Context: an optimization exercise on an open-source flow, tuned for small area, a short achievable clock period and few clock cycles per item. The choices shown serve that exercise and are no tape-out recipe.
At most, simulation tests tie the RTL to the original design; equivalence was not proved.
Function not checked in run 1: the RTL went through the layout flow alone.

## flow/design.v (module list and top-level ports; edited modules follow where they fit)
// module fma32_core: 177 lines
// module fma_tree: 1414 lines
// module fma_cpa: 650 lines
// module fma_lzc: 388 lines
// module fma_shift: 321 lines
// module fma32: 47 lines
module fma32 (
    input  wire        clk,
    input  wire        rst,         
    input  wire        in_valid,
    input  wire [31:0] a,
    input  wire [31:0] b,
    input  wire [31:0] c,
    input  wire        strict,      
    input  wire [1:0]  rnd,         
    output reg         out_valid,
    output wire [31:0] result,
    output wire [3:0]  flags        
);
  // ...
==> flow/flow/run.sh <==
#!/bin/bash
set -e
export SETUP_SLACK_MARGIN=21
bash standard.sh > standard.log 2>&1
==> flow/standard.sh <==
#!/bin/bash
# synth_recipe.tcl (not shown) runs the flow's synth.tcl, then flattens the netlist and writes it again
# the make line also repeats each setting of config.mk as NAME=value (left out here)
make -C /OpenROAD-flow-scripts/flow DESIGN_CONFIG=/design/flow/config.mk WORK_HOME=/design/flow/orfs CLKGATE_MAP_FILE= SYNTH_SCRIPT=/design/flow/synth_recipe.tcl "${@:-finish}"
==> flow/config.mk <==
export PLATFORM = sky130hd
export DESIGN_NAME = fma32
export DESIGN_NICKNAME = fma32
export VERILOG_FILES = /design/flow/design.v
export SDC_FILE = /design/flow/constraint.sdc
export NUM_CORES = 4
export LEC_CHECK = 0
export ABC_AREA = 1
export CAP_MARGIN = 20
export CORE_MARGIN = 2
export CORE_UTILIZATION = 40
export SLEW_MARGIN = 20
==> flow/constraint.sdc <==
create_clock -name core_clock -period 28.0 [get_ports {clk}]
set_input_delay 5.6000 -clock core_clock [delete_from_list [all_inputs] [get_ports {clk}]]
set_output_delay 5.6000 -clock core_clock [all_outputs]
set_load 0.01 [all_outputs]
==> notes.md, run 1 <==
Run status
The run finished with no timing, DRC or antenna violations.

Routing
The number of nets with antenna violations after detailed routing is 0. The count of unresolved DRC violations after routing is 0.

Timing
Adding up every negative setup slack in the final design gives 0 ns. The number of hold violations in the final report was 0. The post-layout worst setup margin is 21.15 ns. The shortest clock period the worst path allows after layout is 6.85 ns. Across the routed clock network, the largest skew measured is 0.0197 ns.

Layout
Leaving out fill and tap cells, the most frequent cells in the layout are 1577 x nand2_1, 718 x inv_1, 461 x nand3_1. For this run, the share of the core covered by cells in the final layout is 0.460. For this run, the post-layout net count is 6848. After layout, the buffer instance count without clock buffers stands at 280. In the final layout, the multi-input gates occupy 0.0313 mm^2. 2 antenna diodes ended up in the layout.

Worst setup path
The launching point of the worst reg2reg path is s0_a[29]. STA classifies the critical path endpoint as a register. The worst reg2reg path depth is 21. In this run the worst setup path begins at s0_a[29]. In this run the number of cells on the critical path is 21. The most numerous cell type found on the critical path is fa_1. Walking the worst path, the cells encountered are or4_1 -> nor2_1 -> buf_6 -> clkinvlp_4 -> buf_4 -> nor2_1 -> buf_4 -> nor2_1 -> inv_1 -> o21ai_0 -> nand2_1 -> o21ai_0 -> fa_1 -> fa_1 -> fa_1 -> fa_1 -> fa_1 -> fa_1 -> inv_1 -> ha_1 -> fa_1. In this run the register-to-register setup slack is 21.15 ns.

Clocking
The number of instances resized during post-cts repair is 192. The CTS H-tree depth is 2. No sink is reached through more buffers than the 3 on the longest clock path.

Synth
A synthesized cell averages 6.77 um^2. Of the total synthesized cell area, the portion taken by AND, OR, NAND and NOR gates is 0.291. The share of the Yosys chip area taken by registers is 0.175. In the synthesized netlist, the cells that appear most often are 1626 x nand2_1, 742 x inv_1, 473 x nor2_1.

Global routing
In the global route stage, met3 resource usage came out at 0.0628.

Worst hold path
The worst min-delay path startpoint is u_core.r1_squiet.

Placed design
The instance area at placement is 0.0443 mm^2.

Floorplanning
The initial core utilization is 0.405.
==> module fma32_core, before the edit <==
module fma32_core (
    input  wire        clk,
    input  wire [31:0] a,
    input  wire [31:0] b,
    input  wire [31:0] c,
    input  wire        strict,
    input  wire [1:0]  rnd,      
    output reg  [31:0] result,
    output reg  [3:0]  flags
);
    localparam RNE = 2'd0, RTZ = 2'd1, RUP = 2'd2, RDN = 2'd3;
    wire [1:0] rm = strict ? rnd : RNE;
    wire       sa = a[31], sb = b[31], sc = c[31];
    wire [7:0] ea = a[30:23], eb = b[30:23], ec = c[30:23];
    wire [22:0] fa = a[22:0], fb = b[22:0], fc = c[22:0];
    wire a_e0 = (ea == 8'h00), b_e0 = (eb == 8'h00), c_e0 = (ec == 8'h00);
    wire a_e1 = (ea == 8'hFF), b_e1 = (eb == 8'hFF), c_e1 = (ec == 8'hFF);
    wire a_f0 = (fa == 23'd0), b_f0 = (fb == 23'd0), c_f0 = (fc == 23'd0);
    wire a_nan = a_e1 & ~a_f0, b_nan = b_e1 & ~b_f0, c_nan = c_e1 & ~c_f0;
    wire a_inf = a_e1 &  a_f0, b_inf = b_e1 &  b_f0, c_inf = c_e1 &  c_f0;
    wire a_zero = a_e0 & (a_f0 | ~strict);
    wire b_zero = b_e0 & (b_f0 | ~strict);
    wire c_zero = c_e0 & (c_f0 | ~strict);
    wire in_uf  = ~strict & ((a_e0 & ~a_f0) | (b_e0 & ~b_f0) | (c_e0 & ~c_f0));
    wire sp      = sa ^ sb;
    wire eff_sub = sp ^ sc;
    wire prod_inf  = a_inf | b_inf;
    wire prod_zero = a_zero | b_zero;
    wire any_nan   = a_nan | b_nan | c_nan;
    wire any_snan  = (a_nan & ~fa[22]) | (b_nan & ~fb[22]) | (c_nan & ~fc[22]);
    wire invalid   = prod_inf & (prod_zero | (c_inf & eff_sub));
    wire        spec   = any_nan | prod_inf | c_inf | (prod_zero & c_zero);
    reg         s_sign, s_expff, s_quiet, s_inv;
    reg  [21:0] s_pay;
    always @* begin
        s_sign = 1'b0; s_expff = 1'b1; s_quiet = 1'b1; s_inv = 1'b0; s_pay = 22'd0;
        if (any_nan) begin
            s_inv = strict & any_snan;
            if (strict) begin
                if (a_nan)      begin s_sign = sa; s_pay = fa[21:0]; end
                else if (b_nan) begin s_sign = sb; s_pay = fb[21:0]; end
                else            begin s_sign = sc; s_pay = fc[21:0]; end
            end
        end else if (invalid) begin
            s_inv = 1'b1;
        end else if (prod_inf) begin
            s_sign = sp; s_quiet = 1'b0;
        end else if (c_inf) begin
            s_sign = sc; s_quiet = 1'b0;
        end else begin
            s_sign = (sp == sc) ? sp : (rm == RDN);
            s_expff = 1'b0; s_quiet = 1'b0;
        end
    end
    wire [23:0] ma = {~a_e0, fa & {23{~a_e0 | strict}}};
    wire [23:0] mb = {~b_e0, fb & {23{~b_e0 | strict}}};
    wire [23:0] mc = {~c_e0, fc & {23{~c_e0 | strict}}};
    wire [7:0]  xa = {ea[7:1], ea[0] | a_e0};
    wire [7:0]  xb = {eb[7:1], eb[0] | b_e0};
    wire [7:0]  xc = {ec[7:1], ec[0] | c_e0};
    wire [9:0] xab  = {2'b0, xa} + {2'b0, xb};
    wire signed [10:0] rs_raw = {3'b0, ea} + {3'b0, eb} + {3'b111, ~ec}
                              + {10'd0, a_e0} + {10'd0, b_e0} + {10'd0, ~c_e0} + 11'd1948;
    wire       clamp = rs_raw[10] | prod_zero;
    wire       big   = ~clamp & (rs_raw[9:0] > 10'd77);
    wire [6:0] rs    = clamp ? 7'd0 : rs_raw[6:0];
    wire signed [10:0] etop = clamp ? $signed({3'b0, xc}) + 11'sd1
                                    : $signed({1'b0, xab}) - 11'sd99;
    wire [76:0] cal = {mc, 53'd0} >> rs;
    reg         cst;
    integer     i;
    always @* begin
        cst = 1'b0;
        for (i = 0; i < 24; i = i + 1)
            if (rs > 7'd53 + i[6:0]) cst = cst | mc[i];
    end
    wire        cstick = big ? (mc != 24'd0) : cst;
    wire [76:0] calb   = big ? 77'd0 : cal;
    wire [77:0] cw     = {1'b0, calb[76:1], calb[0] | cstick};
    wire [78:0] cx     = {1'b0, cw} ^ {79{eff_sub}};
    wire [78:0] xr;
    wire [52:0] yr;
    fma_tree u_tree (.x(ma), .y(mb), .cx(cx), .xr(xr), .yr(yr));
    reg [78:0] r1_xr;
    reg [52:0] r1_yr;
    reg signed [10:0] r1_etop;    
    reg        r1_sp, r1_sub, r1_strict, r1_uf;
    reg [1:0]  r1_rm;
    reg        r1_spec, r1_ssign, r1_sexpff, r1_squiet, r1_sinv;
    reg [21:0] r1_spay;
    always @(posedge clk) begin
        r1_xr <= xr; r1_yr <= yr; r1_etop <= etop + 11'sd24; r1_sp <= sp; r1_sub <= eff_sub;
        r1_strict <= strict; r1_uf <= in_uf; r1_rm <= rm;
        r1_spec <= spec; r1_ssign <= s_sign; r1_sexpff <= s_expff;
        r1_squiet <= s_quiet; r1_sinv <= s_inv; r1_spay <= s_pay;
    end
    wire [77:0] mag;
    wire        neg;
    fma_cpa u_cpa (.xr(r1_xr), .yr(r1_yr), .sub(r1_sub), .mag(mag), .neg(neg));
    wire signed [10:0] mpos = 11'sd102 - r1_etop;
    wire        tiny  = (mpos > 11'sd101);
    wire [101:0] marker = (mpos[10] | tiny) ? 102'd0 : (102'd1 << mpos[6:0]);
    wire [6:0]  t;
    fma_lzc u_lzc (.mag(mag), .marker(marker), .t(t));
    wire [23:0] mnz;
    wire        rbz, stkz;
    fma_shift u_shift (.mag(mag), .t(t), .mn(mnz), .rb(rbz), .stk(stkz));
    wire        mzero = (mag == 78'd0);
    wire signed [10:0] e_norm = r1_etop - $signed({4'd0, t});
    reg [23:0] r2_mnz;
    reg [7:0]  r2_e8;
    reg        r2_ebig, r2_rbz, r2_stkz, r2_mzero;
    reg        r2_tiny, r2_sign, r2_strict, r2_uf;
    reg [1:0]  r2_rm;
    reg        r2_spec, r2_ssign, r2_sexpff, r2_squiet, r2_sinv;
    reg [21:0] r2_spay;
    always @(posedge clk) begin
        r2_mnz <= mnz; r2_rbz <= rbz; r2_stkz <= stkz; r2_mzero <= mzero;
        r2_e8 <= e_norm[7:0]; r2_ebig <= (e_norm >= 11'sd255); r2_tiny <= tiny;
        r2_sign <= r1_sp ^ neg;
        r2_strict <= r1_strict; r2_uf <= r1_uf; r2_rm <= r1_rm;
        r2_spec <= r1_spec; r2_ssign <= r1_ssign; r2_sexpff <= r1_sexpff;
        r2_squiet <= r1_squiet; r2_sinv <= r1_sinv; r2_spay <= r1_spay;
    end
    wire [23:0] mn  = r2_tiny ? 24'd0 : r2_mnz;
    wire        r2_rb  = ~r2_tiny & r2_rbz;
    wire        r2_stk = r2_tiny | r2_stkz;
    wire        normal = mn[23];
    wire [7:0]  r2_efld = normal ? r2_e8 : 8'd0;
    wire        r2_povf = normal & r2_ebig;
    wire [22:0] r2_mn = mn[22:0];
    wire inexact = r2_rb | r2_stk;
    reg  inc;
    always @* begin
        case (r2_rm)
            RNE:     inc = r2_rb & (r2_stk | r2_mn[0]);
            RTZ:     inc = 1'b0;
            RUP:     inc = ~r2_sign & inexact;
            default: inc =  r2_sign & inexact;
        endcase
    end
    wire [30:0] rounded = {r2_efld, r2_mn} + {30'd0, inc};
    wire ovf      = r2_povf | (rounded[30:23] == 8'hFF);
    wire to_inf   = (r2_rm == RNE) | (r2_rm == RUP & ~r2_sign) | (r2_rm == RDN & r2_sign);
    wire res_zero = (rounded == 31'd0);
    wire res_sub  = (rounded[30:23] == 8'd0);
    reg [31:0] res_n;
    reg [3:0]  flg_n;
    always @* begin
        flg_n = 4'b0000;
        if (r2_spec) begin
            res_n = {r2_ssign, {8{r2_sexpff}}, r2_squiet, r2_spay};
            flg_n = {r2_sinv, 3'b000};
        end else if (r2_mzero) begin
            res_n = {(r2_rm == RDN), 31'd0};
        end else if (ovf) begin
            if (!r2_strict) begin
                res_n = {r2_sign, 31'h7F7FFFFF};
                flg_n = 4'b0010;
            end else begin
                res_n = to_inf ? {r2_sign, 8'hFF, 23'd0} : {r2_sign, 31'h7F7FFFFF};
                flg_n = 4'b0100;
            end
        end else if (res_zero | (~r2_strict & res_sub)) begin
            res_n = {r2_sign, 31'd0};
            flg_n = 4'b0001;
        end else begin
            res_n = {r2_sign, rounded};
        end
        if (flg_n == 4'b0000 && r2_uf)
            flg_n = 4'b0001;
    end
    always @(posedge clk) begin
        result <= res_n;
        flags  <= flg_n;
    end
endmodule
==> run 2, diff against run 1 <==
--- a/flow/design.v
+++ b/flow/design.v
@@ -52,9 +52,10 @@
             s_expff = 1'b0; s_quiet = 1'b0;
         end
     end
-    wire [23:0] ma = {~a_e0, fa & {23{~a_e0 | strict}}};
-    wire [23:0] mb = {~b_e0, fb & {23{~b_e0 | strict}}};
-    wire [23:0] mc = {~c_e0, fc & {23{~c_e0 | strict}}};
+    wire        ckill = ~strict & c_e0 & ~c_f0;
+    wire [23:0] ma = {~a_e0, fa};
+    wire [23:0] mb = {~b_e0, fb};
+    wire [23:0] mc = {~c_e0, fc};
     wire [7:0]  xa = {ea[7:1], ea[0] | a_e0};
     wire [7:0]  xb = {eb[7:1], eb[0] | b_e0};
     wire [7:0]  xc = {ec[7:1], ec[0] | c_e0};
@@ -74,8 +75,8 @@
         for (i = 0; i < 24; i = i + 1)
             if (rs > 7'd53 + i[6:0]) cst = cst | mc[i];
     end
-    wire        cstick = big ? (mc != 24'd0) : cst;
-    wire [76:0] calb   = big ? 77'd0 : cal;
+    wire        cstick = ~ckill & (big ? (mc != 24'd0) : cst);
+    wire [76:0] calb   = (big | ckill) ? 77'd0 : cal;
     wire [77:0] cw     = {1'b0, calb[76:1], calb[0] | cstick};
     wire [78:0] cx     = {1'b0, cw} ^ {79{eff_sub}};
     wire [78:0] xr;
@@ -106,17 +107,17 @@
     wire        rbz, stkz;
     fma_shift u_shift (.mag(mag), .t(t), .mn(mnz), .rb(rbz), .stk(stkz));
     wire        mzero = (mag == 78'd0);
-    wire signed [10:0] e_norm = r1_etop - $signed({4'd0, t});
     reg [23:0] r2_mnz;
-    reg [7:0]  r2_e8;
-    reg        r2_ebig, r2_rbz, r2_stkz, r2_mzero;
+    reg signed [10:0] r2_etop;
+    reg [6:0]  r2_t;
+    reg        r2_rbz, r2_stkz, r2_mzero;
     reg        r2_tiny, r2_sign, r2_strict, r2_uf;
     reg [1:0]  r2_rm;
     reg        r2_spec, r2_ssign, r2_sexpff, r2_squiet, r2_sinv;
     reg [21:0] r2_spay;
     always @(posedge clk) begin
         r2_mnz <= mnz; r2_rbz <= rbz; r2_stkz <= stkz; r2_mzero <= mzero;
-        r2_e8 <= e_norm[7:0]; r2_ebig <= (e_norm >= 11'sd255); r2_tiny <= tiny;
+        r2_etop <= r1_etop; r2_t <= t; r2_tiny <= tiny;
         r2_sign <= r1_sp ^ neg;
         r2_strict <= r1_strict; r2_uf <= r1_uf; r2_rm <= r1_rm;
         r2_spec <= r1_spec; r2_ssign <= r1_ssign; r2_sexpff <= r1_sexpff;
@@ -126,8 +127,9 @@
     wire        r2_rb  = ~r2_tiny & r2_rbz;
     wire        r2_stk = r2_tiny | r2_stkz;
     wire        normal = mn[23];
-    wire [7:0]  r2_efld = normal ? r2_e8 : 8'd0;
-    wire        r2_povf = normal & r2_ebig;
+    wire signed [10:0] e_norm = r2_etop - $signed({4'd0, r2_t});
+    wire [7:0]  r2_efld = normal ? e_norm[7:0] : 8'd0;
+    wire        r2_povf = normal & (e_norm >= 11'sd255);
     wire [22:0] r2_mn = mn[22:0];
     wire inexact = r2_rb | r2_stk;
     reg  inc;
==> flow/flow/run.sh (replaced) <==
#!/bin/bash
set -e
export SETUP_SLACK_MARGIN=21.4
bash standard.sh > standard.log 2>&1
==> run 2 against run 1 <==
  * Critical path depth down 20
  * Largest cell class unchanged
  * Utilization down 0.70 points
  * Routed wire length down 1.0%
  * Flip-flop and latch count up 9
  * Hold slack worse by 0.010 ns
  * Worst setup slack better by 0.18 ns
  * Sequential share of layout area up 0.68 points
  * Still clean on timing, DRC and antenna
  * Clock skew up 0.011 ns
==> notes.md, run 2 <==
Run status
The flow ran to the end and the layout has no timing, DRC or antenna violations.

Layout
The number of nets in the layout is 6759 (-1.3%). The leading cell type in the layout, fill and taps excluded is nand2_1. From synthesis to final layout, the design area changed by 12.3%.

The number of flip-flops under the largest register name is 78. The ratio of cells with drive above 1 in the final layout is 0.0796. The largest registers in the layout are u_core.r1_xr: 78 flops, u_core.r1_yr: 39 flops.

The library cells used most frequently in the layout, excluding fill and tap cells, are 1540 x nand2_1, 717 x inv_1, 454 x nor2_1. The largest register by flop count is u_core.r1_xr.

Clocking
After clock tree synthesis, the flow added hold-fix buffers numbering 0. The clock drives 377 sinks. The cell sitting at the root of the clock tree is a clkbuf_16. The post-CTS clock slew at the launch and capture registers of the worst setup and hold paths is 0.06 ns.

The clock tree buffer depth is 3 (unchanged). The CTS H-tree depth came to 2 (unchanged). At the later pin of the worst-skew pair, clock insertion delay measures 0.64 ns.

TritonCTS built the clock tree. TritonCTS created 46 clock buffers.

Synth
The number of nets in the synthesized netlist is 6729. Synthesis produced 6136 cells. During synthesis, Yosys emitted a total of 2 warnings. After synthesis the netlist holds a flip-flop and latch count of 377. The count of different cell masters after synthesis is 68. The share of async-settable or async-resettable flops after synthesis is 0. Summing every instance area after synthesis gives 0.0419 mm^2. The portion of the post-synthesis area used by sequential elements is 0.180 (+0.00466).

The dominant synthesized flop cell is dfxtp_1. Yosys mapped a number of flops with a built-in enable equal to 0. The area share of the largest cell type after synthesis is 0.180. By area the synthesized netlist is led by dfxtp_1 18%, fa_1 15%, nand2_1 14%.

The mean area per synthesized cell is 6.83 um^2 (+0.85%). The post-synthesis cell type with the largest combined area is dfxtp_1. In the synthesized netlist, the cells that appear most often are 1551 x nand2_1, 723 x inv_1, 467 x nor2_1. The dominant cell by count in the synthesized netlist is nand2_1.

Placed design
The placed wire-length estimate is 141000 um. Prior to clock tree synthesis, the placed netlist has a worst setup slack of 19.87 ns. During placement, the flow inserted port buffers numbering 138.

At the end of routability-driven placement, the weighted congestion stood at 1.01.

Worst setup path
The largest delay contributor family on the critical path is flip-flops. The buffering stage count on the worst path with inverters included is 1. The kind of launch point of the worst setup path is a register. The category of the most critical setup path is reg -> out. The signal on the critical path passes through buf_6. STA classifies the critical path endpoint as a primary output. Data on the critical path arrives at its endpoint at 1.08 ns.

The highest cell delay on the worst timing path is 0.33 ns. In this run the worst path has a maximum fanout of 1. The data required time of the critical path is 22.40 ns. On the critical path, the stage with the largest delay is an instance of dfxtp_2.

Routing
For this block, wires on met1 add up to 74400 um. Summed over all nets, wire length on met3 after detailed routing comes to 14400 um. The number of nets with antenna violations after detailed routing is 0 (unchanged). After detailed routing, no signal wire sits above met5. The detailed router finished its first iteration with 4607 violations. The routed length per placed instance is 24.1 um.

The number of vias in the routed layout is 43100. Wire segments on met2 add up to 81700 um in the final route. The wire length reported by the detailed router is 183000 um. Using the TritonRoute via totals, the vias-per-cell ratio works out to 5.68. The first detailed-routing pass ran for 7 iterations. The count of unresolved DRC violations after routing came to 0 (unchanged).

Timing
The shortest clock period the worst path allows after layout is 6.68 ns (-0.176 ns). The aggregate negative setup slack is 0 ns (unchanged). Setup repair after global routing could not meet its margin everywhere. The maximum clock skew at final layout is 0.0309 ns (+0.0112 ns). The count of final max-slew check failures is 0.

Dividing the final minimum period by the clock period gives 0.238. The post-layout worst setup margin is 21.32 ns (+0.176 ns). The number of hold violations in the final report came to 0 (unchanged). The slew at the pin closest to its max-slew limit is 1.17 ns. The highest clock rate is 150 MHz. The setup-violating endpoint count in the final report is 0. The worst max-slew margin expressed relative to the limit is 0.222.

Global routing
In the global route stage, overall resource usage came out at 0.329. Summed over all layers, the global routing overflow is 0. The via count of the first global-routing pass came to 40300. The number of antenna violations at the first check in global routing is 3.

Entering global routing, the biggest net connects 78 pins. The global-route wire length before repair is 267000 um.

Floorplanning
The initial core utilization is 0.404 (-0.000832). From left edge to right edge, the die measures 328 um. The die covers 0.107 mm^2. The top-level I/O count is 139. The placement row count is 118. The core region is 0.104 mm^2.

The chip height is 328 um.

Worst hold path
The type of the most critical hold path is reg -> reg.

Flow run
The total of max-cap violations is 0.
-- run 2: cell types whose count changed in the layout (fill, tap and decap cells not counted), moves of 23 or more --
cell | before | now
o22ai_1 | 277 | 306
dlygate4sd2_1 | 37 | 0
nor2_2 | 46 | 21
nor2_1 | 422 | 454
nand3_1 | 461 | 420
clkinvlp_4 | 35 | 11
nand2_1 | 1577 | 1540
buf_6 | 10 | 33
a21oi_1 | 118 | 187
dfxtp_2 | 1 | 25
o21ai_0 | 268 | 183
nand4_1 | 95 | 123
-- run 2: final timing paths --
path | startpoint | endpoint | slack, ns | depth (start not counted)
worst min register to register | u_core.r1_spay[21] | u_core.r2_spay[21] | 0.31 | 0
worst max-delay path | u_core.result[0] | result[0] | 21.32 | 1
worst max register to register | s0_b[27] | u_core.r1_xr[24] | 21.64 | 29
worst min-delay path | u_core.r1_spay[21] | u_core.r2_spay[21] | 0.31 | 0
-- run 2: metrics by stage --
step                cell area, um^2  hold WS [ns]  instances  utilization
CTS                           46200         0.317       7532        0.445
global placement              44300         0.311       7424        0.427
finish                        47100         0.314       7585        0.453
floorplan                     41900         0.310       6136            -
detailed placement            44300         0.312       7424        0.427
global route                  47100         0.325       7583        0.453
-- run 2: metal layers --
metal,global-route usage,vias to the layer above
met5,0,-
met3,0.0481,473
met2,0.530,2137
li1,-,20000
met4,0.174,6
met1,0.428,20400
-- run 2: timing repair --
action,4_1_cts,5_1_grt
cloned,8,7
pin swaps,6,29
gates resized for setup,251,170
setup endpoints to repair,161,126
buffers inserted,15,44
-- run 2: final cells by class --
cell class                      count  area [um^2]
Clock inverter                     22          245
Timing Repair Buffer              279         2570
Fill cell                       10700        56700
Tap cell                         1380         1730
Inverter                          768         2940
Timing Repair inverter              4         25.0
Clock buffer                       63         1310
Multi-Input combinational cell   4690        30700
Sequential cell                   377         7580
Antenna cell                        2         5.00
-- run 2: cells by family after synthesis --
| group | synth area share |
|---|---|
| compound gates | 0.131 |
| xor+xnor | 0.0997 |
| fa+ha+maj | 0.204 |
| buf+inv | 0.101 |
| flops | 0.180 |
| mux | 0.00143 |
| simple gates | 0.284 |
Testbench counts of run 2, summed over its fixed seeds: cycles 12,024, items 12,000.
==> run 3, diff against run 2 <==
--- a/flow/design.v
+++ b/flow/design.v
@@ -64,9 +64,9 @@
                               + {10'd0, a_e0} + {10'd0, b_e0} + {10'd0, ~c_e0} + 11'd1948;
     wire       clamp = rs_raw[10] | prod_zero;
     wire       big   = ~clamp & (rs_raw[9:0] > 10'd77);
-    wire [6:0] rs    = clamp ? 7'd0 : rs_raw[6:0];
     wire signed [10:0] etop = clamp ? $signed({3'b0, xc}) + 11'sd1
                                     : $signed({1'b0, xab}) - 11'sd99;
+    wire [6:0] rs    = rs_raw[6:0];
     wire [76:0] cal = {mc, 53'd0} >> rs;
     reg         cst;
     integer     i;
@@ -75,10 +75,11 @@
         for (i = 0; i < 24; i = i + 1)
             if (rs > 7'd53 + i[6:0]) cst = cst | mc[i];
     end
-    wire        cstick = ~ckill & (big ? (mc != 24'd0) : cst);
-    wire [76:0] calb   = (big | ckill) ? 77'd0 : cal;
+    wire        cstick = ~ckill & ~clamp & (big ? (mc != 24'd0) : cst);
+    wire [76:0] calb   = (big | ckill) ? 77'd0 : clamp ? {mc, 53'd0} : cal;
     wire [77:0] cw     = {1'b0, calb[76:1], calb[0] | cstick};
-    wire [78:0] cx     = {1'b0, cw} ^ {79{eff_sub}};
+    wire [78:0] cxa    = {1'b0, cw} ^ {79{eff_sub}};
+    wire [78:0] cx     = {cxa[78:77], spec ? s_pay : cxa[76:55], cxa[54:0]};
     wire [78:0] xr;
     wire [52:0] yr;
     fma_tree u_tree (.x(ma), .y(mb), .cx(cx), .xr(xr), .yr(yr));
@@ -88,12 +89,11 @@
     reg        r1_sp, r1_sub, r1_strict, r1_uf;
     reg [1:0]  r1_rm;
     reg        r1_spec, r1_ssign, r1_sexpff, r1_squiet, r1_sinv;
-    reg [21:0] r1_spay;
     always @(posedge clk) begin
         r1_xr <= xr; r1_yr <= yr; r1_etop <= etop + 11'sd24; r1_sp <= sp; r1_sub <= eff_sub;
         r1_strict <= strict; r1_uf <= in_uf; r1_rm <= rm;
         r1_spec <= spec; r1_ssign <= s_sign; r1_sexpff <= s_expff;
-        r1_squiet <= s_quiet; r1_sinv <= s_inv; r1_spay <= s_pay;
+        r1_squiet <= s_quiet; r1_sinv <= s_inv;
     end
     wire [77:0] mag;
     wire        neg;
@@ -114,14 +114,13 @@
     reg        r2_tiny, r2_sign, r2_strict, r2_uf;
     reg [1:0]  r2_rm;
     reg        r2_spec, r2_ssign, r2_sexpff, r2_squiet, r2_sinv;
-    reg [21:0] r2_spay;
     always @(posedge clk) begin
-        r2_mnz <= mnz; r2_rbz <= rbz; r2_stkz <= stkz; r2_mzero <= mzero;
+        r2_mnz <= r1_spec ? {2'b00, r1_xr[76:55]} : mnz; r2_rbz <= rbz; r2_stkz <= stkz; r2_mzero <= mzero;
         r2_etop <= r1_etop; r2_t <= t; r2_tiny <= tiny;
         r2_sign <= r1_sp ^ neg;
         r2_strict <= r1_strict; r2_uf <= r1_uf; r2_rm <= r1_rm;
         r2_spec <= r1_spec; r2_ssign <= r1_ssign; r2_sexpff <= r1_sexpff;
-        r2_squiet <= r1_squiet; r2_sinv <= r1_sinv; r2_spay <= r1_spay;
+        r2_squiet <= r1_squiet; r2_sinv <= r1_sinv;
     end
     wire [23:0] mn  = r2_tiny ? 24'd0 : r2_mnz;
     wire        r2_rb  = ~r2_tiny & r2_rbz;
@@ -151,7 +150,7 @@
     always @* begin
         flg_n = 4'b0000;
         if (r2_spec) begin
-            res_n = {r2_ssign, {8{r2_sexpff}}, r2_squiet, r2_spay};
+            res_n = {r2_ssign, {8{r2_sexpff}}, r2_squiet, r2_mnz[21:0]};
             flg_n = {r2_sinv, 3'b000};
         end else if (r2_mzero) begin
             res_n = {(r2_rm == RDN), 31'd0};
--- a/flow/config.mk
+++ b/flow/config.mk
@@ -9,4 +9,6 @@
 export CAP_MARGIN = 20
 export CORE_MARGIN = 2
 export CORE_UTILIZATION = 40
+export CTS_CLUSTER_DIAMETER = 150
+export CTS_CLUSTER_SIZE = 30
 export SLEW_MARGIN = 20
==> run 3 against run 2 <==
  * Maximum frequency grew 1.1%
  * Utilization shrank 0.96 points
  * Register-to-register slack lost 0.12 ns
  * Synthesized cell count grew 2.1%
  * Non-clock buffer count shrank 10
  * Worst setup slack gained 0.073 ns
  * First-iteration DRC count grew 20%
==> notes.md, run 3 <==
Run status
The run finished with no timing, DRC or antenna violations.

Flow run
The total of max-cap violations was 0 (unchanged).

Routing
The vias per cell is 5.73 (+0.87%). The number of nets with antenna violations after detailed routing is 0 (unchanged). The count of unresolved DRC violations after routing is 0 (unchanged). The wire length reported by the detailed router came to 181000 um (-0.90%). The number of vias in the routed layout is 43700 (+1.5%). The routed length per placed instance is 23.8 um (-1.6%). The number of detailed-routing iterations run before antenna repair was 8 (+1).

The violation count after the first detailed-routing iteration is 5528 (+20%).

Clocking
The post-CTS clock slew at the launch and capture registers of the worst setup and hold paths is 0.11 ns (+0.05 ns). The number of CTS-inserted buffers is 17 (-63%). The CTS H-tree depth was 1 (-1).

The clock tree buffer depth is 3 (unchanged). The clock latency reported for the late side of the worst-skew pair came to 0.58 ns (-0.06 ns). The CTS tree is yes.

The total number of clock tree sinks came to 333 (-12%). The hold buffer count at CTS is 0 (unchanged). The root buffer cell chosen for the clock tree is clkbuf_16.

Timing
The aggregate negative setup slack was 0 ns (unchanged). Setup repair after global routing could not meet its margin everywhere. The final clock period utilization by the worst path is 0.236 (-0.00259). The number of hold violations in the final report is 0 (unchanged).

The post-layout worst setup margin is 21.39 ns (+0.0726 ns). The count of final max-slew check failures is 0 (unchanged). The highest clock rate was 151 MHz (+1.1%).

The maximum clock skew at final layout is 0.0536 ns (+0.0227 ns). The slew at the pin closest to its max-slew limit is 1.25 ns (+0.0862 ns). The worst max-slew margin expressed relative to the limit came to 0.156 (-0.0655). The shortest clock period the worst path allows after layout is 6.61 ns (-0.0726 ns). The setup-violating endpoint count in the final report is 0 (unchanged). The worst hold slack is 0.336 ns (+0.0224 ns).

Layout
In the final layout, the registers with the most flip-flops are u_core.r1_xr: 78 flops, u_core.r1_yr: 39 flops. The ratio of cells with drive above 1 in the final layout is 0.0688 (-0.0109). In the layout the commonest cells are 1446 x nand2_1, 746 x inv_1, 538 x nand3_1. Leaving out fill and tap cells, the most frequent cell in the layout is nand2_1.

The final cell area excluding filler cells is 0.0460 mm^2 (-2.3%). The number of nets in the layout was 6843 (+1.2%). Ranked by flip-flop count, first place goes to u_core.r1_xr.

The area growth from synthesis to layout is 10.1%. The count of non-filler cells in the finished layout is 7635 (+0.66%). The number of flip-flops under the largest register name is 78 (unchanged). The core utilization of the finished layout is 0.444 (-0.00959).

Synth
The cell area after synthesis is 0.0418 mm^2 (-0.26%). The dominant synthesized flop cell is dfxtp_1. The number of synthesized flops with an enable pin is 0 (unchanged). The mean area per synthesized cell was 6.67 um^2 (-2.3%). The simple-gate portion of the synthesized area came to 0.295 (+0.0112). The commonest cells after synthesis are 1478 x nand2_1, 753 x inv_1, 541 x nand3_1. The multiplexer fraction of the synthesized cell area is 0.00551 (+0.00407). The xor-xnor portion of the synthesized cell area is 0.0937 (-0.00602).

The number of warnings printed during yosys synthesis is 2 (unchanged). The count of different cell masters after synthesis was 69 (+1.5%). The adder-cell share of the synthesized area is 0.205 (+0.00113). The dominant cell by count in the synthesized netlist is nand2_1. The share of async-settable or async-resettable flops after synthesis is 0 (unchanged). The gate count of the mapped netlist was 6267 (+2.1%).

The number of storage elements in the synthesis netlist is 333 (-12%). The synthesized-area fraction occupied by ao, oa, aoi and oai cells is 0.137 (+0.00588). The portion of the post-synthesis area used by sequential elements came to 0.159 (-0.0206). The area share of the largest cell type after synthesis is 0.159 (-0.0206).

In the post-synthesis netlist, the biggest area contributors are dfxtp_1 16%, fa_1 15%, nand2_1 13%. The largest family of logic cells by synthesized area is simple AND/OR/NAND/NOR gates. The largest total area in the synthesized netlist belongs to dfxtp_1. The number of nets in the synthesized netlist was 6862 (+2.0%).

Floorplanning
The placement row count is 118 (unchanged). The area inside the core boundary came to 0.104 mm^2 (-0.14%). The total die area came to 0.107 mm^2 (-0.26%). The chip height came to 327 um (-0.13%). The top-level I/O count was 139 (unchanged). The initial core utilization is 0.403 (-0.000487). The die width is 327 um (-0.13%).

Worst setup path
The highest cell delay on the worst timing path is 0.34 ns (about the same). The maximum net fanout on the critical path is 1 (unchanged). The worst setup path is captured at a primary output. The buffering stage count on the worst path with inverters included is 1 (unchanged). The setup slack of the worst register-to-register path is 21.52 ns (-0.12 ns). The largest delay contributor family on the critical path is flip-flops. The critical path data arrival time is 1.01 ns (-0.07 ns). The critical path in this run is classified as reg -> out. The standard cell with the maximum stage delay on the critical path is dfxtp_2. The worst reg2reg path depth is 20 (-31%). The end of the worst register-to-register path is u_core.r1_yr[34]. The signal on the critical path passes through buf_6. STA classifies the critical path startpoint as a register. The number of stages on the worst setup path is 1 (unchanged). The data required time of the critical path was 22.40 ns (about the same). The launching point of the worst reg2reg path is s0_b[29].

Global routing
The via count of the first global-routing pass came to 40400 (+0.21%). The routing usage on met3 is 0.0605 (+0.0124). The met1 layer usage reported by global route came to 0.446 (+0.0178). The largest net degree at the start of global routing is 69 (-12%).

The global routing stage identified its most utilized layer as met2. The global-route wire length before repair is 264000 um (-0.97%). The global-route track usage on met2 is 0.490 (-0.0392).

The global routing usage summed across all routing layers is 0.325 (-0.00454). The number of antenna violations at the first check in global routing came to 8 (+5). The total congestion overflow after global routing is 0 (unchanged).

Worst hold path
The cell count of the worst hold path came to 0 (unchanged). The type of the most critical hold path is reg -> reg. The worst-case hold path end point is u_core.r2_rm[0]. In this run the most critical hold path is launched from u_core.r1_rm[0].

Placed design
The instance area at placement is 0.0442 mm^2 (-0.30%). The placed wire-length estimate was 139000 um (-1.5%). The routability congestion estimate came to 1.05 (+3.6%). The setup slack at placement is 20.02 ns (+0.152 ns). The cell total after placement was 7544 (+1.6%). The quantity of I/O buffers inserted on ports was 138 (unchanged).
-- run 3: cell count changes after synthesis, sizes merged, moves of 33 or more --
cell / change
nor2: +60
nand3: +116
dfxtp: -44
a21oi: +39
nand2: -79
a31oi: -33
-- run 3: logic make-up after synthesis --
| logic type | Yosys count |
|---|---|
| mux | 23 |
| buf+inv | 1122 |
| fa+ha+maj | 493 |
| flops | 333 |
| compound gates | 976 |
| simple gates | 2873 |
| xor+xnor | 447 |
-- run 3: metal layers --
metal / part of all wire / wire length [um] / vias up
met5: 0.00039 / 71 / -
met4: 0.062 / 11300 / 12
met3: 0.098 / 17800 / 471
met2: 0.42 / 76800 / 2462
met1: 0.42 / 75500 / 20400
li1: - / - / 20400
-- run 3: timing repair --
action / CTS / global route
hold endpoints to repair: 0 / 0
gates resized for setup: 221 / 123
buffers inserted: 25 / 22
pin swaps: 9 / 18
endpoints found under the setup margin: 137 / 96
cloned: 7 / 11
-- run 3: worst max-delay path by stage --
stage / start / to
5_1_grt: u_core.result[13] / result[13]
4_1_cts: u_core.result[15] / result[15]
2_1_floorplan: s0_b[29] / u_core.r1_xr[29]
3_5_place_dp: s0_b[29] / u_core.r1_xr[14]
3_3_place_gp: s0_b[29] / u_core.r1_xr[14]
6_report: u_core.result[12] / result[12]
-- run 3: final cells by class --
class	count	area (um^2)
Multi-Input combinational cell	4822	31300
Tap cell	1380	1730
Timing Repair Buffer	269	2620
Clock buffer	19	443
Clock inverter	5	136
Sequential cell	333	6690
Timing Repair inverter	2	10.0
Fill cell	11100	57600
Inverter	803	3060
Antenna cell	2	5.00
Testbench counts of run 3, summed over its fixed seeds: cycles 12,024, items 12,000.
==> run 4, diff against run 3 <==
--- a/flow/config.mk
+++ b/flow/config.mk
@@ -9,6 +9,4 @@
 export CAP_MARGIN = 20
 export CORE_MARGIN = 2
 export CORE_UTILIZATION = 40
-export CTS_CLUSTER_DIAMETER = 150
-export CTS_CLUSTER_SIZE = 30
 export SLEW_MARGIN = 20
==> run 4 against run 3 <==
  * Sequential share of layout area fell by 0.26 points
  * Global-route usage grew 0.19 points
  * Via count grew 0.63%
  * Worst setup slack got worse by 0.044 ns
  * Critical path type unchanged
==> notes.md, run 4 <==
Clocking
The total number of clock tree sinks is 333 (unchanged). The CTS tree is yes. The CTS H-tree depth was 2 (+1). The clock tree buffer depth was 3 (unchanged). The cell sitting at the root of the clock tree is a clkbuf_16. The hold buffer count at CTS is 0 (unchanged). The post-CTS clock slew at the launch and capture registers of the worst setup and hold paths came to 0.06 ns (-0.05 ns). The clock latency reported for the late side of the worst-skew pair came to 0.62 ns (+0.04 ns).

The number of CTS-inserted buffers is 41 (+24).

Routing
The count of unresolved DRC violations after routing came to 0 (unchanged). The number of detailed-routing iterations run before antenna repair is 6 (-2). The wire length reported by the detailed router is 183000 um (+0.57%).

The routed length per placed instance was 23.8 um (about the same). The number of nets with antenna violations after detailed routing is 0 (unchanged). The number of vias in the routed layout is 44000 (+0.63%). The violation count after the first detailed-routing iteration is 5754 (+4.1%). The vias per cell is 5.73 (about the same).

Synth
The mean area per synthesized cell came to 6.67 um^2 (unchanged). dfxtp_1 takes more of the synthesized area than any other cell. The synthesized-area fraction occupied by ao, oa, aoi and oai cells is 0.137 (unchanged). The number of nets in the synthesized netlist is 6862 (unchanged). By area, the combinational part of the netlist is dominated by simple AND/OR/NAND/NOR gates.

The number of synthesized flops with an enable pin came to 0 (unchanged). The simple-gate portion of the synthesized area was 0.295 (unchanged). The xor-xnor portion of the synthesized cell area is 0.0937 (unchanged). The area share of the largest cell type after synthesis was 0.159 (unchanged). The adder-cell share of the synthesized area was 0.205 (unchanged). The cell area after synthesis is 0.0418 mm^2 (unchanged). The dominant synthesized flop cell is dfxtp_1. The count of different cell masters after synthesis was 69 (unchanged). The multiplexer fraction of the synthesized cell area came to 0.00551 (unchanged). The dominant cell by count in the synthesized netlist is nand2_1. The number of storage elements in the synthesis netlist is 333 (unchanged).

By count the netlist is led by 1478 x nand2_1, 753 x inv_1, 541 x nand3_1. The share of async-settable or async-resettable flops after synthesis came to 0 (unchanged). After synthesis, the cell types taking the most area are dfxtp_1 16%, fa_1 15%, nand2_1 13%. The portion of the post-synthesis area used by sequential elements was 0.159 (unchanged). The gate count of the mapped netlist is 6267 (unchanged). The number of warnings printed during yosys synthesis came to 2 (unchanged).

Placed design
The quantity of I/O buffers inserted on ports came to 138 (unchanged). The cell total after placement is 7544 (unchanged). The routability congestion estimate is 1.05 (unchanged). The placed wire-length estimate came to 139000 um (unchanged). The setup slack at placement came to 20.02 ns (unchanged).

Layout
The ratio of cells with drive above 1 in the final layout is 0.0736 (+0.00486). Leaving out fill and tap cells, the most frequent cell in the layout is nand2_1. The count of non-filler cells in the finished layout is 7684 (+0.64%). The largest registers in the layout are u_core.r1_xr: 78 flops, u_core.r1_yr: 39 flops. The growth of design area from synthesis to finish is 12.0%. The number of fill cells is 11000 (-0.86%).

The number of flip-flops under the largest register name is 78 (unchanged). In the layout the commonest cells are 1453 x nand2_1, 747 x inv_1, 538 x nand3_1. The number of nets in the layout is 6864 (+0.31%). More flip-flops sit in one register than any other, and that register is u_core.r1_xr.

Worst hold path
The type of the most critical hold path is reg -> reg.

Worst setup path
The highest cell delay on the worst timing path is 0.31 ns (-0.03 ns). The buffering stage count on the worst path with inverters included is 1 (unchanged). The data required time of the critical path was 22.40 ns (about the same). The maximum net fanout on the critical path is 1 (unchanged). Grouping stages by cell kind, the critical path spends the most delay in flip-flops. The worst setup path is launched from a register. Among all stages on the critical path, the largest delay is contributed by dfxtp_1. The sort of element at the end of the critical path is a primary output.

Traced cell by cell, the critical path runs through buf_2. The critical path data arrival time is 1.05 ns (+0.04 ns). The category of the most critical setup path is reg -> out.

Floorplanning
The total die area came to 0.107 mm^2 (unchanged). The top-level I/O count is 139 (unchanged). The initial core utilization is 0.403 (unchanged). The area inside the core boundary was 0.104 mm^2 (unchanged). The chip height is 327 um (unchanged). The placement row count is 118 (unchanged). The die width is 327 um (unchanged).

Global routing
The total congestion overflow after global routing is 0 (unchanged). The largest net degree at the start of global routing came to 69 (unchanged). The via count of the first global-routing pass is 40700 (+0.69%). The global routing usage summed across all routing layers came to 0.327 (+0.00187). The number of antenna violations at the first check in global routing came to 7 (-1). The global-route wire length before repair is 265000 um (+0.27%).

Timing
The number of hold violations in the final report is 0 (unchanged). The slew at the pin closest to its max-slew limit came to 1.20 ns (-0.0533 ns). Setup repair after global routing could not meet its margin everywhere. The count of final max-slew check failures is 0 (unchanged). The post-layout worst setup margin is 21.35 ns (-0.0436 ns). The final clock period utilization by the worst path is 0.237 (+0.00156).

The aggregate negative setup slack is 0 ns (unchanged). The worst hold slack is 0.326 ns (-0.00967 ns). The worst max-slew margin expressed relative to the limit was 0.200 (+0.0435). The shortest clock period the worst path allows after layout is 6.65 ns (+0.0436 ns).

The setup-violating endpoint count in the final report is 0 (unchanged). The maximum clock skew at final layout is 0.0269 ns (-0.0267 ns). The highest clock rate is 150 MHz (-0.66%).

Run status
The flow ran to the end and the layout has no timing, DRC or antenna violations.

Flow run
The total of max-cap violations came to 0 (unchanged).
## run 4: cell counts after synthesis
Identical to the previous run, type by type.
## run 4: final timing paths
check / from / endpoint / slack [ns] / depth (start not counted)
min reg2reg: u_core.r1_rm[0] / u_core.r2_rm[0] / 0.33 / 0
max reg2reg: u_core.r1_etop[1] / u_core.r2_mnz[20] / 21.60 / 33
max: u_core.result[6] / result[6] / 21.35 / 1
min: u_core.r1_rm[0] / u_core.r2_rm[0] / 0.33 / 0
## run 4: final cells by class
cell class,count,area [um^2],share of cell area
antenna,2,5.00,0.000107
inverter,803,3060,0.0653
tap,1380,1730,0.0369
timing repair buffer,265,2550,0.0545
sequential,333,6690,0.143
multi-input combinational,4823,31300,0.669
clock buffer,47,1080,0.0230
timing repair inverter,2,10.0,0.000214
clock inverter,29,374,0.00799
## run 4: kinds of logic (layout without fill, tap and decap cells)
family | after synthesis | after routing
adders and majority gates | 493 | 493
AOI/OAI and AO/OA | 976 | 979
and+or+nand+nor | 2873 | 2881
DFF | 333 | 333
other | 0 | 2
buffers and inverters | 1122 | 1146
muxes | 23 | 23
xor gates and xnor gates | 447 | 447
## run 4: layer usage
layer	GRT usage	wire length, um	up-vias
met2	0.494	77300	2548
li1	-	-	20500
met3	0.0655	18200	477
met5	0	73	-
met1	0.444	75700	20500
met4	0.161	11200	10
## run 4: repair_timing
action                     4_1_cts  5_1_grt
buffers inserted                23       20
pin swaps                        9       16
cloned                           5       14
resized for setup              211      124
setup endpoints to repair      137      111
## run 4: metrics by stage
step	cell area [um^2]	util
global placement	44200	0.426
CTS	46000	0.443
detailed placement	44200	0.426
floorplan	41800	-
global route	46800	0.452
finish	46800	0.452
==> run 5, diff against run 4 <==
--- a/flow/config.mk
+++ b/flow/config.mk
@@ -8,5 +8,6 @@
 export ABC_AREA = 1
 export CAP_MARGIN = 20
 export CORE_MARGIN = 2
-export CORE_UTILIZATION = 40
+export CORE_UTILIZATION = 55
+export PLACE_DENSITY = 0.65
 export SLEW_MARGIN = 20
==> run 5 against run 4 <==
  * Final area fell by 0.91%
  * Register-to-register slack is essentially flat
  * Synthesized area stayed put
  * Routed wire length is 0.66% lower
  * Via count grew 4.4%
  * Synthesized cell count is the same
  * Critical path depth stayed put
  * Count of clock-buffer cells in the layout down 1
  * Worst setup slack improved by 0.021 ns
  * Non-clock buffer count is 9 higher
==> notes.md, run 5 <==
Floorplanning
The total die area is 0.0782 mm^2 (-27%). The placement row count was 101 (-14%). The top-level I/O count is 139 (unchanged). The initial core utilization was 0.553 (+0.150). The chip height is 280 um (-15%).

The area inside the core boundary is 0.0756 mm^2 (-27%). The die width is 280 um (-15%).

Worst setup path
The worst setup path is of the reg -> out kind. The highest cell delay on the worst timing path is 0.33 ns (+0.02 ns). The end of the worst register-to-register path is u_core.r1_xr[16]. The setup slack of the worst register-to-register path is 21.60 ns (about the same). The worst reg2reg path depth is 21 (-36%). The worst setup path is launched from a register. The standard cell with the maximum stage delay on the critical path is dfxtp_2. The data required time of the critical path was 22.40 ns (about the same).

The critical path data arrival time is 1.03 ns (-0.02 ns). Traced cell by cell, the critical path runs through buf_6. The buffering stage count on the worst path with inverters included came to 1 (unchanged).

Grouping stages by cell kind, the critical path spends the most delay in flip-flops. The sort of element at the end of the critical path is a primary output. The launching point of the worst reg2reg path is s0_b[29].

The maximum net fanout on the critical path is 1 (unchanged).

Clocking
The total number of clock tree sinks is 333 (unchanged). The CTS tree is yes. The hold buffer count at CTS is 0 (unchanged). The number of CTS-inserted buffers is 38 (-7.3%). The clock tree buffer depth is 3 (unchanged). The clock latency reported for the late side of the worst-skew pair was 0.60 ns (-0.02 ns). The master cell of the clock root buffer is clkbuf_16. The post-CTS clock slew at the launch and capture registers of the worst setup and hold paths is 0.06 ns (about the same). The CTS H-tree depth is 2 (unchanged).

Synth
The post-synthesis cell type with the largest combined area is dfxtp_1. The dominant synthesized flop cell is dfxtp_1. The share of async-settable or async-resettable flops after synthesis is 0 (unchanged). The synthesized-area fraction occupied by ao, oa, aoi and oai cells is 0.137 (unchanged).

After synthesis, the largest family of logic cells by area is simple AND/OR/NAND/NOR gates. The most common cell in the synthesized netlist is nand2_1. Sorting the synthesized cells by area gives the leading types as dfxtp_1 16%, fa_1 15%, nand2_1 13%. The cell area after synthesis is 0.0418 mm^2 (unchanged). The adder-cell share of the synthesized area is 0.205 (unchanged). The mean area per synthesized cell is 6.67 um^2 (unchanged). The simple-gate portion of the synthesized area is 0.295 (unchanged). The number of synthesized flops with an enable pin was 0 (unchanged). The number of storage elements in the synthesis netlist is 333 (unchanged). By count the netlist is led by 1478 x nand2_1, 753 x inv_1, 541 x nand3_1. The multiplexer fraction of the synthesized cell area was 0.00551 (unchanged).

The gate count of the mapped netlist came to 6267 (unchanged). The portion of the post-synthesis area used by sequential elements is 0.159 (unchanged). The count of different cell masters after synthesis came to 69 (unchanged). The number of warnings printed during yosys synthesis is 2 (unchanged). The number of nets in the synthesized netlist is 6862 (unchanged). The area share of the largest cell type after synthesis is 0.159 (unchanged). The xor-xnor portion of the synthesized cell area came to 0.0937 (unchanged).

Layout
The area taken by flip-flops and latches was 0.00669 mm^2 (about the same). The leading cell type in the layout, fill and taps excluded is nand2_1. Leaving out fill and tap cells, the most frequent cells in the layout are 1451 x nand2_1, 747 x inv_1, 536 x nand3_1. The ratio of cells with drive above 1 in the final layout came to 0.0768 (+0.00316).

The largest registers in the layout are u_core.r1_xr: 78 flops, u_core.r1_yr: 39 flops. The combined area of the multi-input logic cells was 0.0314 mm^2 (+0.33%). The number of fill cells was 7043 (-36%). The largest register by flop count is u_core.r1_xr. The number of nets in the layout is 6868 (+0.058%). The growth of design area from synthesis to finish is 11.0%. The number of flip-flops under the largest register name is 78 (unchanged).

Global routing
The number of antenna violations at the first check in global routing is 6 (-1). The via count of the first global-routing pass is 42600 (+4.6%). The largest net degree at the start of global routing is 72 (+4.3%). The global routing usage summed across all routing layers was 0.450 (+0.123). The total congestion overflow after global routing is 0 (unchanged). The global-route wire length before repair is 266000 um (+0.35%).

Routing
The wire length reported by the detailed router is 181000 um (-0.66%). The number of vias in the routed layout was 46000 (+4.4%). The count of unresolved DRC violations after routing was 0 (unchanged).

The routed length per placed instance was 24.9 um (+4.8%). The vias per cell is 6.31 (+10%). The number of nets with antenna violations after detailed routing is 0 (unchanged). The violation count after the first detailed-routing iteration is 6240 (+8.4%).

The number of detailed-routing iterations run before antenna repair is 10 (+4).

Timing
The worst max-slew margin expressed relative to the limit came to 0.324 (+0.124). The aggregate negative setup slack is 0 ns (unchanged). The slew at the pin closest to its max-slew limit is 1.01 ns (-0.186 ns). The maximum clock skew at final layout is 0.0325 ns (+0.00558 ns).

The shortest clock period the worst path allows after layout is 6.63 ns (-0.0205 ns). The number of hold violations in the final report is 0 (unchanged). The final clock period utilization by the worst path is 0.237 (-0.000732). Setup repair after global routing could not meet its margin everywhere. The highest clock rate is 151 MHz (+0.31%). The count of final max-slew check failures is 0 (unchanged). The setup-violating endpoint count in the final report is 0 (unchanged).

Placed design
The quantity of I/O buffers inserted on ports is 138 (unchanged). The placed wire-length estimate is 136000 um (-2.1%). The routability congestion estimate was 1.10 (+4.7%).

Worst hold path
The cell count of the worst hold path is 0 (unchanged). The worst hold path begins at u_core.r1_squiet. The worst-case hold path end point is u_core.r2_squiet. The min-delay analysis places its worst path in the category reg -> reg.

Flow run
The total of max-cap violations came to 0 (unchanged).

Run status
The run finished with no timing, DRC or antenna violations.
## run 5: cell types whose count changed in the layout (fill, tap and decap cells not counted), moves of 3 or more
cell and delta:
o21ai_4 +3, inv_8 -5, clkinv_2 -4, dfxtp_1 -3
nor2_2 +6, nor2_1 -6, dfxtp_2 +3, bufbuf_16 +3
clkinvlp_4 -3, buf_4 +11, clkbuf_16 -6, buf_12 -5
## run 5: final cells by class
class / instances / share of cell area
timing repair buffer: 274 / 0.0560
multi-input combinational: 4821 / 0.677
clock inverter: 24 / 0.00782
antenna: 1 / 0.0000539
tap: 978 / 0.0264
sequential: 333 / 0.144
inverter: 803 / 0.0659
timing repair inverter: 2 / 0.000270
clock buffer: 46 / 0.0220
## run 5: how the worst max path moves through the flow
stage | startpoint | slack, ns | endpoint | depth (start not counted)
floorplan | s0_b[29] | 21.51 | u_core.r1_xr[29] | 28
CTS | u_core.result[26] | 21.34 | result[26] | 1
global placement | s0_b[29] | 19.87 | u_core.r1_xr[29] | 26
detailed placement | s0_b[29] | 19.75 | u_core.r1_xr[29] | 26
finish | u_core.result[11] | 21.37 | result[11] | 1
global route | u_core.result[12] | 21.35 | result[12] | 1
## run 5: layer usage
layer | part of all wire | routed length, um | up-vias | global-route usage
met3 | 0.12 | 21500 | 895 | 0.112
met1 | 0.37 | 66400 | 21200 | 0.556
met2 | 0.43 | 77400 | 3331 | 0.692
met5 | 0.00036 | 66 | - | 0
met4 | 0.088 | 15900 | 10 | 0.308
li1 | - | - | 20500 | -
## run 5: cell families (layout without fill, tap and decap cells)
kind of cell | after synthesis | count (layout)
xor gates and xnor gates | 447 | 447
muxes | 23 | 23
buffers and inverters | 1122 | 1149
other | 0 | 1
adders and majority gates | 493 | 493
DFF | 333 | 333
AOI/OAI and AO/OA | 976 | 979
and+or+nand+nor | 2873 | 2879
## run 5: through the flow
step	std cells	hold WS [ns]	cell area (um^2)	setup WS, ns	util
after floorplan	6267	0.310	41800	21.51	-
after global routing	7281	0.332	46400	21.35	0.614
after global placement	7153	0.310	43700	19.87	0.579
final	7282	0.324	46400	21.37	0.614
after CTS	7252	0.326	45600	21.34	0.604
after detailed placement	7153	0.312	43700	19.75	0.579
## run 5: worst register-to-register path, cell delays in order (launching register included)
cell and delay, ns:
dfxtp_1 0.33, or4_4 0.56, nor2_4 0.13, buf_12 0.11
fa_2 0.45, fa_2 0.37, fa_2 0.86, inv_1 0.12
buf_4 0.26, nand2_1 0.11, o21ai_0 0.14, mux2i_1 0.40
nand2_1 0.09, o21ai_0 0.08, inv_1 0.07, o21ai_0 0.60
nand2_1 0.22, xor2_1 0.20, fa_1 0.43, inv_1 0.09
ha_1 0.18, fa_1 0.44
## run 5: repair_timing
| action | CTS | global route |
|---|---|---|
| pin swaps | 11 | 22 |
| endpoints found under the setup margin | 133 | 93 |
| resized for setup | 231 | 129 |
| buffers inserted | 19 | 23 |
| gates cloned | 10 | 6 |
==> run 6, diff against run 5 <==
==> flow/flow/run.sh (replaced) <==
#!/bin/bash
set -e
export SETUP_SLACK_MARGIN=21.4
export BUFFER_PORTS_ARGS="-inputs -outputs -buffer_cell sky130_fd_sc_hd__buf_1"
bash standard.sh > standard.log 2>&1
--- a/flow/config.mk
+++ b/flow/config.mk
@@ -8,6 +8,5 @@
 export ABC_AREA = 1
 export CAP_MARGIN = 20
 export CORE_MARGIN = 2
-export CORE_UTILIZATION = 55
-export PLACE_DENSITY = 0.65
+export CORE_UTILIZATION = 40
 export SLEW_MARGIN = 20
==> run 6 against run 5 <==
  * Utilization fell by 17 points
  * Flip-flop and latch count unchanged
  * Count of clock-buffer cells in the layout increased by 1
==> notes.md, run 6 <==
Routing
The number of nets with antenna violations after detailed routing is 0 (unchanged). The number of vias in the routed layout is 44600 (-2.9%). The violation count after the first detailed-routing iteration is 5133 (-18%).

The number of detailed-routing iterations run before antenna repair came to 9 (-1). The routed length per placed instance is 23.8 um (-4.6%). The count of unresolved DRC violations after routing is 0 (unchanged). The wire length reported by the detailed router is 182000 um (+0.60%). The vias per cell is 5.81 (-7.9%).

Clocking
The total number of clock tree sinks is 333 (unchanged). The hold buffer count at CTS is 0 (unchanged). The CTS H-tree depth is 2 (unchanged).

The clock tree buffer depth is 3 (unchanged). The post-CTS clock slew at the launch and capture registers of the worst setup and hold paths is 0.06 ns (about the same). The number of CTS-inserted buffers came to 40 (+5.3%).

The CTS tree is yes. The clock latency reported for the late side of the worst-skew pair was 0.64 ns (+0.04 ns). The master cell of the clock root buffer is clkbuf_16.

Floorplanning
The die width was 327 um (+17%). The chip height is 327 um (+17%). The top-level I/O count is 139 (unchanged). The placement row count was 118 (+17%). The area inside the core boundary came to 0.104 mm^2 (+37%). The total die area is 0.107 mm^2 (+37%). The initial core utilization is 0.403 (-0.150).

Synth
The dominant cell by count in the synthesized netlist is nand2_1. The count of different cell masters after synthesis came to 69 (unchanged). The number of storage elements in the synthesis netlist is 333 (unchanged). The area share of the largest cell type after synthesis is 0.159 (unchanged). In the post-synthesis netlist, the biggest area contributors are dfxtp_1 16%, fa_1 15%, nand2_1 13%. The number of synthesized flops with an enable pin is 0 (unchanged). The post-synthesis cell type with the largest combined area is dfxtp_1. The share of async-settable or async-resettable flops after synthesis was 0 (unchanged).

The mean area per synthesized cell is 6.67 um^2 (unchanged). By count the netlist is led by 1478 x nand2_1, 753 x inv_1, 541 x nand3_1. The number of nets in the synthesized netlist came to 6862 (unchanged).

The cell area after synthesis is 0.0418 mm^2 (unchanged). The gate count of the mapped netlist came to 6267 (unchanged). The dominant synthesized flop cell is dfxtp_1. The portion of the post-synthesis area used by sequential elements is 0.159 (unchanged). The number of warnings printed during yosys synthesis is 2 (unchanged).

Worst setup path
STA classifies the critical path endpoint as a primary output. The worst setup path is of the reg -> out kind. The maximum net fanout on the critical path is 1 (unchanged).

Walking the worst path, the cells encountered are buf_2. The slowest stage of the critical path is the dfxtp_1 cell. The critical path data arrival time came to 1.07 ns (+0.04 ns).

The data required time of the critical path came to 22.40 ns (about the same). The largest delay contributor family on the critical path is flip-flops. STA classifies the critical path startpoint as a register. The highest cell delay on the worst timing path is 0.31 ns (-0.02 ns). The buffering stage count on the worst path with inverters included is 1 (unchanged).

Global routing
The global routing usage summed across all routing layers is 0.329 (-0.120). The number of antenna violations at the first check in global routing is 3 (-3). The total congestion overflow after global routing is 0 (unchanged). The via count of the first global-routing pass came to 41800 (-1.8%). The global-route wire length before repair is 269000 um (+1.1%). The largest net degree at the start of global routing is 94 (+31%).

Layout
The largest register by flop count is u_core.r1_xr. The ratio of cells with drive above 1 in the final layout is 0.0706 (-0.00615). The number of nets in the layout is 6863 (-0.073%). The number of fill cells is 11100 (+57%). In the final layout, the registers with the most flip-flops are u_core.r1_xr: 78 flops, u_core.r1_yr: 39 flops. Compared with the post-synthesis result, the final layout area differs by 10.1%. The number of flip-flops under the largest register name is 78 (unchanged). The leading cell type in the layout, fill and taps excluded is nand2_1. The number of antenna diodes is 0 (-1). The top cell types in the final layout, fill and taps aside, are 1459 x nand2_1, 746 x inv_1, 537 x nand3_1.

Timing
The final clock period utilization by the worst path is 0.238 (+0.00143). The maximum clock skew at final layout is 0.0661 ns (+0.0336 ns). The shortest clock period the worst path allows after layout came to 6.67 ns (+0.0401 ns). Setup repair after global routing could not meet its margin everywhere. The worst hold slack came to 0.271 ns (-0.0537 ns).

The number of hold violations in the final report is 0 (unchanged). The slew at the pin closest to its max-slew limit is 1.14 ns (+0.128 ns). The aggregate negative setup slack is 0 ns (unchanged). The highest clock rate is 150 MHz (-0.60%). The count of final max-slew check failures is 0 (unchanged). The worst max-slew margin expressed relative to the limit is 0.232 (-0.0916). The setup-violating endpoint count in the final report is 0 (unchanged).

Worst hold path
In this run the worst hold path is classified as reg -> reg.

Run status
The flow ran to the end and the layout has no timing, DRC or antenna violations.

Placed design
The routability congestion estimate is 1.10 (+0.24%). The quantity of I/O buffers inserted on ports is 138 (unchanged). The placed wire-length estimate is 140000 um (+3.2%).

Flow run
The total of max-cap violations is 0 (unchanged).
## run 6: cell counts after synthesis
Identical to the previous run, type by type.
## run 6: cell families after synthesis
kind of cell             Yosys count  share of synthesized area
XOR/XNOR                         447                     0.0937
AO/OA/AOI/OAI                    976                      0.137
AND/OR/NAND/NOR                 2873                      0.295
buffers and inverters           1122                      0.105
multiplexers                      23                    0.00551
adder cells (fa/ha/maj)          493                      0.205
flip-flops                       333                      0.159
## run 6: repair_timing
| item | 4_1_cts | 5_1_grt |
|---|---|---|
| gates cloned | 8 | 12 |
| pin swaps | 8 | 19 |
| endpoints found under the setup margin | 149 | 109 |
| gates resized for setup | 93 | 97 |
| setup buffers | 14 | 24 |
## run 6: cell type report
cell class,instances,area [um^2],share of cell area
Timing Repair Buffer,263,1810,0.0394
Tap cell,1380,1730,0.0375
Sequential cell,333,6680,0.145
Clock inverter,27,383,0.00832
Inverter,803,3060,0.0664
Clock buffer,47,1090,0.0236
Multi-Input combinational cell,4824,31300,0.679
Timing Repair inverter,3,17.5,0.000381
## run 6: metal layers
layer | track usage | vias to the layer above | share of wire
li1 | - | 20500 | -
met1 | 0.439 | 20900 | 0.41
met2 | 0.493 | 2639 | 0.42
met5 | 0 | - | 0.00021
met4 | 0.194 | 6 | 0.072
met3 | 0.0666 | 571 | 0.10
## run 6: metrics by stage
step	area [um^2]	worst slack (ns)	utilization	cells
final	46000	21.33	0.444	7680
after global routing	46000	21.30	0.444	7680
after CTS	45300	21.28	0.437	7644
after detailed placement	43300	19.91	0.418	7548
after global placement	43300	20.12	0.418	7548
after floorplan	41800	21.51	-	6267
## run 6: final timing paths
check	depth (start not counted)	slack (ns)	from	to
setup / recovery	1	21.33	u_core.result[7]	result[7]
hold / removal	0	0.27	u_core.r1_strict	u_core.r2_strict
setup reg to reg	27	21.59	s0_b[30]	u_core.r1_xr[24]
hold reg to reg	0	0.27	u_core.r1_strict	u_core.r2_strict

## static timing again, ports no longer ideal
In the flow no input, the clock included, has a driving cell. The finished layouts below were timed again as built, in two steps. Step 1, drivers: a clkbuf_16 drives clk and a buf_2 each remaining input, both assumed. Step 2 times the ports against the registers' clock, not the clock port: input delays grow and output delays shrink by t, the midpoint of the rising clock arrivals with the driver on. a / b / c = ideal / step 1 / step 2; a / b = the first two.
run	shift t [ns]	slack for setup (ns)	hold slack, ns	slew at the worst register clock pin (ns)
run 1	0.661	21.146 / 21.114 / 21.146	0.324 / 0.324 / 0.324	0.06 / 0.06
run 2	0.688	21.322 / 21.257 / 21.639	0.314 / 0.314 / 0.314	0.07 / 0.07
run 3	0.632	21.395 / 21.322 / 21.516	0.336 / 0.336 / 0.336	0.11 / 0.11
run 4	0.678	21.351 / 21.279 / 21.596	0.326 / 0.326 / 0.326	0.08 / 0.08
run 5	0.657	21.372 / 21.299 / 21.601	0.324 / 0.324 / 0.324	0.08 / 0.08
run 6	0.675	21.332 / 21.259 / 21.585	0.271 / 0.271 / 0.271	0.07 / 0.07
After both steps every run listed still meets setup and hold.
